Context: an optimization exercise on an open-source flow, tuned for small area and a short achievable clock period. The choices shown serve that exercise and are no tape-out recipe.
RTL that was checked went through simulation tests only; none was proved equivalent to the original.
No functional check of the RTL was part of runs 2 and 3.
Power figures rest on the tool's default switching activity, not on a simulated workload.

==> flow/design.v (outline; a module is shown in full before it is edited, if it fits) <==
// module fmul36_fa: 10 lines
// module fmul36_ha: 9 lines
// module fmul36: 1334 lines
module fmul36 (
    input  wire        clk,
    input  wire        rst,
    input  wire        in_valid,
    input  wire [35:0] a,
    input  wire [35:0] b,
    input  wire [2:0]  rm,
    input  wire        ftz,
    output reg         out_valid,
    output reg  [35:0] result,
    output reg         iv,
    output reg         of,
    output reg         uf,
    output reg         nx
);
  // ...
==> flow/flow/run.sh <==
#!/bin/bash
# The standard layout (bash standard.sh: the standard synthesis and ORFS
# from floorplan to finish), with every port buffered by buf_2 instead of
# the buffer buffer_ports picks by default.
set -euo pipefail
export BUFFER_PORTS_ARGS="-buffer_cell sky130_fd_sc_hd__buf_2"
bash standard.sh > standard.log 2>&1
==> flow/standard.sh <==
#!/bin/bash
# synth_recipe.tcl (not shown) runs the flow's synth.tcl, then flattens the netlist and writes it again
# the make line also repeats each setting of config.mk as NAME=value (left out here)
make -C /OpenROAD-flow-scripts/flow DESIGN_CONFIG=/design/flow/config.mk WORK_HOME=/design/flow/orfs CLKGATE_MAP_FILE= SYNTH_SCRIPT=/design/flow/synth_recipe.tcl "${@:-finish}"
==> flow/config.mk <==
export PLATFORM = sky130hd
export DESIGN_NAME = fmul36
export DESIGN_NICKNAME = fmul36
export VERILOG_FILES = /design/flow/design.v
export SDC_FILE = /design/flow/constraint.sdc
export NUM_CORES = 4
export LEC_CHECK = 0
export CAP_MARGIN = 20
export CORE_MARGIN = 2
export CORE_UTILIZATION = 40
export CTS_CLUSTER_DIAMETER = 100
export CTS_CLUSTER_SIZE = 24
export SLEW_MARGIN = 60
export SYNTH_HIERARCHICAL = 1
export SYNTH_MINIMUM_KEEP_SIZE = 0
==> flow/constraint.sdc <==
create_clock -name core_clock -period 16.5 [get_ports {clk}]
set_input_delay 3.3000 -clock core_clock [delete_from_list [all_inputs] [get_ports {clk}]]
set_output_delay 3.3000 -clock core_clock [all_outputs]
set_load 0.01 [all_outputs]
==> qor.yml, run 1 <==
ctsRootBufferMaster: "clkbuf_16"
firstDrtPassIters: 8
worstSetupEndpoint: "result[30]"
cts_tree: "yes"
routedWlPerCell_um: 22.92
setup_viol: 0
multi_input_gates: 2417
seq_share_pct: 23.70
synth.area.top_cells: "dfxtp_1 (25%), fa_1 (21%), xnor2_1 (12%)"
final_common_cell: "xnor2_1"
top_usage_layer: "met2"
synthMuxAreaShare_pct: 5.117
cap_violations: 0
r2r.worst_path.cells: 8
synthAdderAreaFrac_pct: 27.15
critPathBufInv: 1
min_period_ns: 4.344
power_switching_share_pct: 48.08
power.group.top: "combinational cells"
dieArea_um2: 81240
largest_register: "csa_r"
synth_edf_count: 0
synth_warnings: 7
grt_pass1_wl_um: 149200
status: "no timing/DRC/antenna violations"
seq_cells: 400
cts.sinks: 400
multi_input_area_um2: 22280
synth_top_family_by_area: "adder cells"
min_from: "s3$_DFF_P_"
intPower_mw: 3.896
dieHeight_um: 285.0
cts_setup_buffers: 0
whs_ns: 0.3331
==> run 2: changes to the inputs <==
--- a/flow/design.v
+++ b/flow/design.v
@@ -130,16 +130,18 @@
     wire a_zero = a_sub & (!a_fnz | ftz1);
     wire b_zero = b_sub & (!b_fnz | ftz1);
     wire inv0   = (a_inf & b_zero) | (b_inf & a_zero);
     wire s      = sa ^ sb;
     wire sp     = a_nan | b_nan | a_inf | b_inf | a_zero | b_zero;
     wire sp_nan = a_nan | b_nan | inv0;
     wire sp_inf = a_inf | b_inf;
     wire sp_iv  = (a_nan & !fa[25]) | (b_nan & !bq1) | inv0;
+    wire [1:0] spc = {sp_nan, sp_nan ? sp_iv : sp_inf};
+    wire       sr  = s & !sp_nan;
     reg [1:0] rc;
     reg       ovf_inf;
     always @(*) begin
         case (rm1)
             3'd0:    begin rc = 2'd2;             ovf_inf = 1'b1; end
             3'd1:    begin rc = 2'd0;             ovf_inf = 1'b0; end
             3'd2:    begin rc = {1'b0, !s};       ovf_inf = !s;   end
             3'd3:    begin rc = {1'b0, s};        ovf_inf = s;    end
@@ -556,17 +558,18 @@
     reg [53-1:0] csb_r;
     reg [9:0]    xs2;
     reg [4:0]    k0_2;
     reg          dneg2;
     reg [5:0]    ks2;
     reg [5:0]    tzs2;
     reg          s2, ovf_inf2, ftz2;
     reg [1:0]    rc2;
-    reg          sp2, sp_nan2, sp_inf2, sp_iv2;
+    reg          sp2;
+    reg [1:0]    spc2;
     always @(posedge clk) begin
         if (rst)
             v2 <= 1'b0;
         else
             v2 <= v1;
         csa_r[0] <= bneg[0];
         csa_r[1] <= bp[1];
         csa_r[2] <= hs36;
@@ -674,24 +677,22 @@
         csb_r[50] <= fs323;
         csb_r[51] <= fs324;
         csb_r[52] <= hs38;
         xs2      <= xs;
         k0_2     <= k0;
         dneg2    <= dneg;
         ks2      <= ks;
         tzs2     <= tzs;
-        s2       <= s;
+        s2       <= sr;
         rc2      <= rc;
         ovf_inf2 <= ovf_inf;
         ftz2     <= ftz1;
         sp2      <= sp;
-        sp_nan2  <= sp_nan;
-        sp_inf2  <= sp_inf;
-        sp_iv2   <= sp_iv;
+        spc2     <= spc;
     end
     wire [53:0] xr, yr;
     assign xr[0] = csa_r[0];
     assign yr[0] = csb_r[0];
     assign xr[1] = csa_r[1];
     assign yr[1] = 1'b0;
     assign xr[2] = csa_r[2];
     assign yr[2] = csb_r[1];
@@ -1157,17 +1158,18 @@
     wire [55:0] qs   = q >> {ks2[5:2], 2'b00};
     reg          v3;
     reg [32:0]   w3;
     reg [1:0]    ks3;
     reg [9:0]    e1b3;
     reg          dneg3, dn1_3, dn2_3, st2_3;
     reg          s3, ovf_inf3, ftz3;
     reg [1:0]    rc3;
-    reg          sp3, sp_nan3, sp_inf3, sp_iv3;
+    reg          sp3;
+    reg [1:0]    spc3;
     always @(posedge clk) begin
         if (rst)
             v3 <= 1'b0;
         else
             v3 <= v2;
         w3       <= qs[32:0];
         ks3      <= ks2[1:0];
         e1b3     <= e1b;
@@ -1175,19 +1177,17 @@
         dn1_3    <= dn1;
         dn2_3    <= dn2;
         st2_3    <= st2;
         s3       <= s2;
         rc3      <= rc2;
         ovf_inf3 <= ovf_inf2;
         ftz3     <= ftz2;
         sp3      <= sp2;
-        sp_nan3  <= sp_nan2;
-        sp_inf3  <= sp_inf2;
-        sp_iv3   <= sp_iv2;
+        spc3     <= spc2;
     end
     wire [32:0] wsh = w3 >> ks3;
     wire [29:0] wv  = wsh[29:0];
     wire        top = wv[29];
     wire [26:0] m   = top ? wv[29:3] : wv[28:2];
     wire        g   = top ? wv[2] : wv[1];
     wire        st  = (top ? (wv[1] | wv[0]) : wv[0]) | st2_3;
     wire        inx = g | st;
@@ -1207,35 +1207,34 @@
     wire [9:0]  ep  = e1b3 + {9'd0, top} + {9'd0, m[26]};
     wire        c26 = inc & (&m[25:0]);
     reg          v4;
     reg [25:0]   m4;
     reg          inc4, c26_4;
     reg          inx4, tiny4;
     reg [9:0]    ea4;
     reg          s4, ovf_inf4, ftz4;
-    reg          sp4, sp_nan4, sp_inf4, sp_iv4;
+    reg          sp4;
+    reg [1:0]    spc4;
     always @(posedge clk) begin
         if (rst)
             v4 <= 1'b0;
         else
             v4 <= v3;
         m4       <= m[25:0];
         inc4     <= inc;
         c26_4    <= c26;
         inx4     <= inx;
         tiny4    <= tiny;
         ea4      <= ep;
         s4       <= s3;
         ovf_inf4 <= ovf_inf3;
         ftz4     <= ftz3;
         sp4      <= sp3;
-        sp_nan4  <= sp_nan3;
-        sp_inf4  <= sp_inf3;
-        sp_iv4   <= sp_iv3;
+        spc4     <= spc3;
     end
     wire [25:0] mr;
     wire ia0 = m4[1] & m4[0];
     wire ia1 = m4[3] & m4[2];
     wire ia2 = m4[5] & m4[4];
     wire ia3 = m4[7] & m4[6];
     wire ia4 = m4[9] & m4[8];
     wire ia5 = m4[11] & m4[10];
@@ -1318,18 +1317,18 @@
     assign mr[25] = m4[25] ^ (inc4 & ia55);
     wire [10:0] ef  = {1'b0, ea4} + {10'd0, c26_4};
     wire        ovf = (ef >= 11'd511);
     reg [35:0] r_res;
     reg        r_iv, r_of, r_uf, r_nx;
     always @(*) begin
         r_iv = 1'b0; r_of = 1'b0; r_uf = 1'b0; r_nx = 1'b0;
         if (sp4) begin
-            r_res = {s4 & !sp_nan4, {9{sp_nan4 | sp_inf4}}, sp_nan4, 25'd0};
-            r_iv  = sp_iv4;
+            r_res = {s4, {9{spc4[1] | spc4[0]}}, spc4[1], 25'd0};
+            r_iv  = spc4[1] & spc4[0];
         end else if (ovf) begin
             r_res = ovf_inf4 ? {s4, 9'h1FF, 26'd0} : {s4, 9'h1FE, {26{1'b1}}};
             r_of  = 1'b1;
             r_nx  = 1'b1;
         end else if (tiny4 & ftz4) begin
             r_res = {s4, 35'd0};
             r_uf  = 1'b1;
             r_nx  = 1'b1;
==> flow/config.mk (replaced) <==
export PLATFORM = sky130hd
export DESIGN_NAME = fmul36
export DESIGN_NICKNAME = fmul36
export VERILOG_FILES = /design/flow/design.v
export SDC_FILE = /design/flow/constraint.sdc
export NUM_CORES = 4
export LEC_CHECK = 0
export CAP_MARGIN = 20
export CORE_MARGIN = 2
export CORE_UTILIZATION = 40
export CTS_CLUSTER_DIAMETER = 120
export CTS_CLUSTER_SIZE = 30
export SLEW_MARGIN = 60
export SYNTH_HIERARCHICAL = 1
export SYNTH_MINIMUM_KEEP_SIZE = 0
==> qor.yml, run 2 <==
dieHeight_um: 286.9  # was 285.0 um
routedWlPerCell_um: 22.90  # was 22.92 um
hold_end: "ftz3$_DFF_P_"  # was s4$_DFF_P_
finalHoldViolations: 0  # unchanged
hold_class: "reg2reg"  # unchanged
ios: 120  # unchanged
synth-seq-cells: 397  # was 400
setup_tns_ns: 0  # unchanged
route.vias.total: 25310  # was 24640
post_cts_resized: 0  # unchanged
firstDrtPassIters: 7  # was 8
ir_drop_uv: 174.4  # was 125.3 uV
initial_utilization_pct: 40.46  # was 40.18%
hold_buffers: 0  # unchanged
largest_register: "csa_r"  # unchanged
synth.area.top_cells: "dfxtp_1 (25%), fa_1 (21%), xnor2_1 (12%)"  # unchanged
top_regs: "csa_r: 54 flops, csb_r: 53 flops"  # unchanged
grt_antenna_before_repair: 1  # was 4
r2r_slack_ns: 12.09  # was 12.33 ns
ant_nets: 0  # unchanged
viasPerCell: 5.889  # was 5.820
fmax_ghz: 0.2268  # was 0.2302 GHz
cap_violations: 0  # unchanged
numCtsBuffers: 20  # was 22
yosysMostFrequentCell: "xnor2_1"  # unchanged
synth_edf_count: 0  # unchanged
dieWidth_um: 286.9  # was 285.0 um
coreArea_um2: 79130  # was 78610 um^2
syn2layout_area_growth_pct: 7.323  # was 7.537%
first_global_vias: 24860  # was 24540
ctsRootBufferMaster: "clkbuf_16"  # unchanged
async_flop_share_pct: 0  # unchanged
final_common_cell: "xnor2_1"  # unchanged
final_cell_mix: "xnor2_1 (424), dfxtp_1 (385), o22ai_1 (358)"  # was xnor2_1 (437), dfxtp_1 (388), o22ai_1 (364)
synth_area_per_cell_um2: 9.819  # was 9.925 um^2
grt_setup_unrepaired: "false"  # unchanged
drc: 0  # unchanged
finalClockSkew_ns: 0.03842  # was 0.02450 ns
slew_viol_final: 0  # unchanged
min_period_ns: 4.410  # was 4.344 ns
grt_start_max_net_pins: 71  # was 50
yosys-top-cells-count: "xnor2_1 (427), dfxtp_1 (397), o22ai_1 (358), fa_1 (334), nand2_1 (164)"  # was xnor2_1 (438), dfxtp_1 (400), o22ai_1 (364), fa_1 (334), nand2_1 (158)
cp_slowest_stage_delay_ns: 0.46  # was 0.33 ns
io_buffers: 119  # unchanged
cts.sinks: 397  # was 400
p_per_area_nw_per_um2: 229.3  # was 220.9 nW/um^2
min_from: "ftz2$_DFF_P_"  # was s3$_DFF_P_
synth_warnings: 7  # unchanged
cts_max_level: 1  # unchanged
grt_remaining_overflow: 0  # unchanged
place_hpwl_um: 70240  # was 68710 um
r2r.worst_path.cells: 14  # was 8
grt_pass1_wl_um: 150600  # was 149200 um
tightest_slew_ns: 0.6065  # was 0.6155 ns
clkLatencyLatePin_ns: 0.59  # was 0.60 ns
setup_viol: 0  # unchanged
largest_reg_flops: 54  # unchanged
synth.top_cell.area_share_pct: 24.82  # was 25.35%
dieArea_um2: 82330  # was 81240 um^2
end_kind: "register"  # was output port
arrival_ns: 4.85  # was 1.04 ns
cts_setup_buffers: 0  # unchanged
globalplace.congestion: 0.9464  # was 0.9248
synthFlopType: "dfxtp_1"  # unchanged
cp_slowest_cell: "fa_1"  # was dfxtp_1
startpoint_type: "register"  # unchanged
wirelength_um: 98400  # was 97000 um
cts_tree: "yes"  # unchanged
status: "no timing/DRC/antenna violations"  # unchanged
path_class: "reg2reg"  # was reg2out
netlist.top_cell.by_area: "dfxtp_1"  # unchanged
synth.distinct_cells: 98  # was 96
worst-path-max-fanout: 13  # was 1
clk_path_buf_depth: 3  # unchanged
seq_area_frac_synth_pct: 24.82  # was 25.35%
initialDrtViolationCount: 2335  # was 2320
rows: 103  # unchanged
finalCritPeriodShare_pct: 26.73  # was 26.33%
grt_util_all_layers_pct: 23.52  # was 23.51%
fin_nets: 3803  # was 3739
p_total_mw: 7.879  # was 7.503 mW
crit_required_ns: 16.95  # was 13.20 ns
path_cells: "ha_1 -> nand4_1 -> nor3_1 -> nand2_1 -> a211oi_2 -> or3_1 -> inv_1 -> fa_1 -> xnor2_1 -> a221o_1 -> a211o_1 -> o31ai_1 -> o21a_1 -> a21oi_1"  # was buf_2
area.sequential_um2: 7988  # was 8050 um^2
hold_depth: 0  # unchanged
relSlewSlack_pct: 59.56  # was 58.97%
r2r_start: "csa_r[12]$_DFF_P_"  # was bneg1[1]$_DFF_P_
fillers: 7682  # was 7720
r2r_end: "w3[11]$_DFF_P_"  # was csb_r[28]$_DFF_P_
leakage_nw: 13.10  # was 13.03 nW
syn_inst: 3261  # was 3183
drive_gt1_share_pct: 11.55  # was 11.38%
multi_input_area_um2: 22700  # was 22280 um^2
synth_area_um2: 32020  # was 31590 um^2
path_clk_slew_ns: 0.10  # was 0.09 ns
==> run 2: cell count changes in the layout (fill, tap and decap cells not counted), moves of 10 or more <==
cell      previous run  this run
mux2i_1             40        23
nor3_1              22        38
xnor2_1            437       424
clkinv_1            26        16
clkinv_2             3        13
nor2_1             134       144
==> run 2: modules after synthesis (local to each module, per instance) <==
| module | flip-flops and latches | area (um^2) | cells inside |
|---|---|---|---|
| fmul36_ha | 0 | 12.51 | 1 |
| fmul36_fa | 0 | 20.02 | 1 |
| fmul36 | 397 | 25020 | 2897 |
==> run 2: layer usage <==
| layer | up-vias | part of all wire (%) | global-route usage (%) | routed length [um] |
|---|---|---|---|---|
| met4 | 2 | 4.9 | 10.20 | 4821 |
| met5 | - | 0.014 | 0 | 14 |
| met3 | 269 | 9.3 | 4.905 | 9145 |
| met1 | 12320 | 41 | 31.46 | 40720 |
| met2 | 1269 | 44 | 36.81 | 43710 |
| li1 | 11450 | - | - | - |
==> run 2: layout make-up <==
type	instances	share of cell area (%)
antenna	1	0.007282
clock buffer	22	1.569
clock inverter	7	0.4770
inverter	157	1.850
multi-input combinational	2490	66.05
sequential	397	23.24
tap	1050	3.823
timing repair buffer	173	2.982
==> run 2: kinds of logic after synthesis <==
logic type | after synthesis | synth area share, %
AOI/OAI and AO/OA | 818 | 16.79
and+or+nand+nor | 602 | 9.152
adders and majority gates | 485 | 26.78
xor gates and xnor gates | 463 | 12.67
DFF | 397 | 24.82
buffers and inverters | 387 | 4.752
muxes | 107 | 5.010
other | 2 | 0.02346
==> run 2: worst max-delay path by stage <==
stage                       startpoint         endpoint  slack [ns]  cells past startpoint
global placement                 b[11]  btr1[0]$_DFF_P_       11.65                      6
detailed placement               b[11]  btr1[0]$_DFF_P_       11.70                      6
CTS                 result[30]$_DFF_P_       result[30]       12.12                      1
finish               csa_r[12]$_DFF_P_   w3[11]$_DFF_P_       12.09                     14
floorplan                        b[11]  btr1[0]$_DFF_P_       11.88                      6
global route         csa_r[20]$_DFF_P_   w3[11]$_DFF_P_       11.80                     14
==> run 2: per-stage QoR <==
stage	instance area, um^2	util (%)	instances	hold WS, ns	worst slack, ns
detailed placement	33600	42.47	4265	0.3121	11.70
global route	34360	43.42	4296	0.3475	11.80
global placement	33440	42.26	4264	0.3112	11.65
CTS	34310	43.35	4294	0.3369	12.12
floorplan	32070	-	3274	0.3096	11.88
finish	34360	43.43	4297	0.3379	12.09
==> run 2: power by group <==
| group | leakage (nW) | internal [mW] | switching, mW |
|---|---|---|---|
| clock network | 0.335 | 0.268 | 0.353 |
| registers | 3.34 | 1.36 | 0.191 |
| logic | 9.43 | 2.39 | 3.32 |
| total | 13.1 | 4.01 | 3.87 |
==> run 2: critical path, delay by kind of cell (launching register included) <==
family	cells	cell delay, ns
xor+xnor	1	0.22
simple gates	4	1.08
flops	1	0.32
fa+ha+maj	2	0.83
compound gates	6	1.52
buf+inv	1	0.32
==> run 3: changes to the inputs <==
--- a/flow/config.mk
+++ b/flow/config.mk
@@ -8,5 +8,5 @@
 export CAP_MARGIN = 20
 export CORE_MARGIN = 2
-export CORE_UTILIZATION = 40
+export CORE_UTILIZATION = 50
 export CTS_CLUSTER_DIAMETER = 120
 export CTS_CLUSTER_SIZE = 30
==> qor.yml, run 3 <==
dieArea_um2: 66080  # was 82330 um^2
ir_drop_uv: 195.3  # was 174.4 uV
status: "no timing/DRC/antenna violations"  # unchanged
relSlewSlack_pct: 59.57  # was 59.56%
grt_util_all_layers_pct: 31.89  # was 23.52%
setup_ws_ns: 11.92  # was 12.09 ns
initial_utilization_pct: 50.67  # was 40.46%
min_period_ns: 4.582  # was 4.410 ns
synth-seq-cells: 397  # unchanged
io_buffers: 119  # unchanged
numCtsBuffers: 21  # was 20
viasPerCell: 6.410  # was 5.889
synth.area.top_cells: "dfxtp_1 (25%), fa_1 (21%), xnor2_1 (12%)"  # unchanged
fillers: 5668  # was 7682
finalHoldViolations: 0  # unchanged
largest_reg_flops: 54  # unchanged
p_per_area_nw_per_um2: 234.5  # was 229.3 nW/um^2
finalClockSkew_ns: 0.05495  # was 0.03842 ns
hold_class: "reg2reg"  # unchanged
p_total_mw: 7.989  # was 7.879 mW
dieWidth_um: 257.1  # was 286.9 um
yosysMostFrequentCell: "xnor2_1"  # unchanged
grt_pass1_wl_um: 162200  # was 150600 um
wirelength_um: 107300  # was 98400 um
syn2layout_area_growth_pct: 6.401  # was 7.323%
drc: 0  # unchanged
netlist.top_cell.by_area: "dfxtp_1"  # unchanged
crit_required_ns: 16.98  # was 16.95 ns
final_common_cell: "xnor2_1"  # unchanged
synthFlopType: "dfxtp_1"  # unchanged
fin_nets: 3789  # was 3803
startpoint_type: "register"  # unchanged
clk_path_buf_depth: 3  # unchanged
multi_input_area_um2: 22740  # was 22700 um^2
post-place-ws_ns: 11.73  # was 11.70 ns
rows: 92  # was 103
slew_viol_final: 0  # unchanged
finalCritPeriodShare_pct: 27.77  # was 26.73%
cts_max_level: 1  # unchanged
arrival_ns: 5.06  # was 4.85 ns
setup_viol: 0  # unchanged
globalplace.congestion: 0.9293  # was 0.9464
cts.sinks: 397  # unchanged
top_regs: "csa_r: 54 flops, csb_r: 53 flops"  # unchanged
worst-path-max-fanout: 13  # unchanged
fmax_ghz: 0.2183  # was 0.2268 GHz
clkLatencyLatePin_ns: 0.60  # was 0.59 ns
async_flop_share_pct: 0  # unchanged
path_class: "reg2reg"  # unchanged
ctsRootBufferMaster: "clkbuf_16"  # unchanged
syn_inst: 3261  # unchanged
leakage_nw: 13.07  # was 13.10 nW
largest_register: "csa_r"  # unchanged
synth.distinct_cells: 98  # unchanged
grt_start_max_net_pins: 48  # was 71
ant_nets: 0  # unchanged
final_cell_mix: "xnor2_1 (424), dfxtp_1 (384), o22ai_1 (358)"  # was xnor2_1 (424), dfxtp_1 (385), o22ai_1 (358)
critPathBufInv: 1  # unchanged
seq_area_frac_synth_pct: 24.82  # unchanged
yosys-top-cells-count: "xnor2_1 (427), dfxtp_1 (397), o22ai_1 (358), fa_1 (334), nand2_1 (164)"  # unchanged
firstDrtPassIters: 6  # was 7
cap_violations: 0  # unchanged
grt_antenna_before_repair: 3  # was 1
post_cts_resized: 0  # unchanged
grt_setup_unrepaired: "false"  # unchanged
hold_buffers: 0  # unchanged
coreArea_um2: 63200  # was 79130 um^2
area.sequential_um2: 7991  # was 7988 um^2
cp_slowest_stage_delay_ns: 0.48  # was 0.46 ns
end_kind: "register"  # unchanged
ios: 120  # unchanged
initialDrtViolationCount: 2710  # was 2335
routedWlPerCell_um: 26.31  # was 22.90 um
first_global_vias: 26470  # was 24860
drive_gt1_share_pct: 11.50  # was 11.55%
place_hpwl_um: 75540  # was 70240 um
path_cells: "ha_1 -> nand4_1 -> nor3_1 -> nand2_1 -> a211oi_2 -> or3_1 -> inv_1 -> fa_1 -> xnor2_1 -> a221o_1 -> a211o_1 -> o31ai_1 -> and2_1 -> a211oi_1"  # was ha_1 -> nand4_1 -> nor3_1 -> nand2_1 -> a211oi_2 -> or3_1 -> inv_1 -> fa_1 -> xnor2_1 -> a221o_1 -> a211o_1 -> o31ai_1 -> o21a_1 -> a21oi_1
dieHeight_um: 257.1  # was 286.9 um
synth_warnings: 7  # unchanged
synth_area_um2: 32020  # unchanged
setup_tns_ns: 0  # unchanged
cp_slowest_cell: "a211oi_2"  # was fa_1
synth_edf_count: 0  # unchanged
grt_remaining_overflow: 0  # unchanged
path_clk_slew_ns: 0.12  # was 0.10 ns
cp_top_family: "simple AND/OR/NAND/NOR gates"  # was compound AO/OA/AOI/OAI gates
tightest_slew_ns: 0.6058  # was 0.6065 ns
cts_setup_buffers: 0  # unchanged
route.vias.total: 26150  # was 25310
cts_tree: "yes"  # unchanged
synth.top_cell.area_share_pct: 24.82  # unchanged
diodes: 0  # was 1
synth_area_per_cell_um2: 9.819  # unchanged
[run 3: metrics by stage]
stage,std cells,hold slack [ns],util (%),instance area [um^2]
after floorplan,3274,0.3096,-,32070
after global placement,4047,0.3127,52.36,33090
after detailed placement,4047,0.3121,52.65,33280
after CTS,4079,0.3131,53.83,34020
after global routing,4080,0.3366,53.91,34070
final,4080,0.3274,53.91,34070
[run 3: cells by family (layout without fill, tap and decap cells)]
kind of cell,count (synthesis),count (layout),synth area share (%)
AOI/OAI and AO/OA,818,818,16.79
and+or+nand+nor,602,602,9.152
adders and majority gates,485,485,26.78
xor gates and xnor gates,463,463,12.67
DFF,397,397,24.82
buffers and inverters,387,347,4.752
muxes,107,107,5.010
other,2,15,0.02346
[run 3: final timing paths]
kind	startpoint	endpoint	slack [ns]	cells past startpoint
worst max register to register	csa_r[12]$_DFF_P_	w3[27]$_SDFF_PP0_	11.92	14
worst max-delay path	csa_r[12]$_DFF_P_	w3[27]$_SDFF_PP0_	11.92	14
worst min-delay path	sp2$_DFF_P_	sp3$_DFF_P_	0.33	0
worst min register to register	sp2$_DFF_P_	sp3$_DFF_P_	0.33	0
[run 3: where the power goes]
group,switching (mW),internal [mW],total [mW]
clock network,0.365,0.274,0.639
registers,0.210,1.36,1.57
logic,3.39,2.39,5.78
total,3.96,4.02,7.99
[run 3: per-layer routing]
metal / vias to the layer above / track usage (%) / wire length, um
met1: 12800 / 41.00 / 42150
met4: 6 / 14.55 / 5737
met3: 376 / 8.983 / 11680
met5: - / 0 / 36
met2: 1557 / 49.90 / 47750
li1: 11420 / - / -
[run 3: layout make-up]
type,instances,area share [%]
inverter,157,1.917
tap,846,3.107
multi-input combinational,2490,66.74
clock buffer,24,1.605
sequential,397,23.46
timing repair buffer,158,2.600
clock inverter,8,0.5729
[run 3: worst reg2reg max path, delay by kind of cell (launching register included)]
| family | cells | cell delay (ns) |
|---|---|---|
| adder cells (fa/ha/maj) | 2 | 0.85 |
| AO/OA/AOI/OAI | 5 | 1.26 |
| buffers and inverters | 1 | 0.33 |
| AND/OR/NAND/NOR | 5 | 1.35 |
| flip-flops | 1 | 0.32 |
| XOR/XNOR | 1 | 0.36 |
[run 3: per-module statistics from Yosys, one instance, submodules excluded]
module,flip-flops and latches,copies in the design,cells
fmul36_fa,0,325,1
fmul36_ha,0,39,1
fmul36,397,1,2897

## re-timing with driven ports
The flow's constraints put no driver on any port. The routed layouts listed below were extracted and timed again, unchanged, in two steps. Step 1: set_driving_cell puts a clkbuf_16 on clk and a buf_2 on each other input, an assumption about the parent block. Step 2 also shifts input and output timing later by t, the mid clock arrival at the registers, as if the neighbouring blocks saw the same clock. Three values: ideal, step 1, step 2; two values: the first two.
run	t (ns)	setup slack, ns	worst register clock-pin slew, ns
run 1	0.655	12.156 / 12.085 / 11.711	0.11 / 0.11
run 2	0.629	12.090 / 12.090 / 11.709	0.12 / 0.12
run 3	0.637	11.918 / 11.918 / 11.736	0.12 / 0.12
After both steps setup and hold are still met in every run listed. For run 1, which loses most, drivers alone change the setup slack by -0.071 ns; drivers and shift together by -0.445 ns.
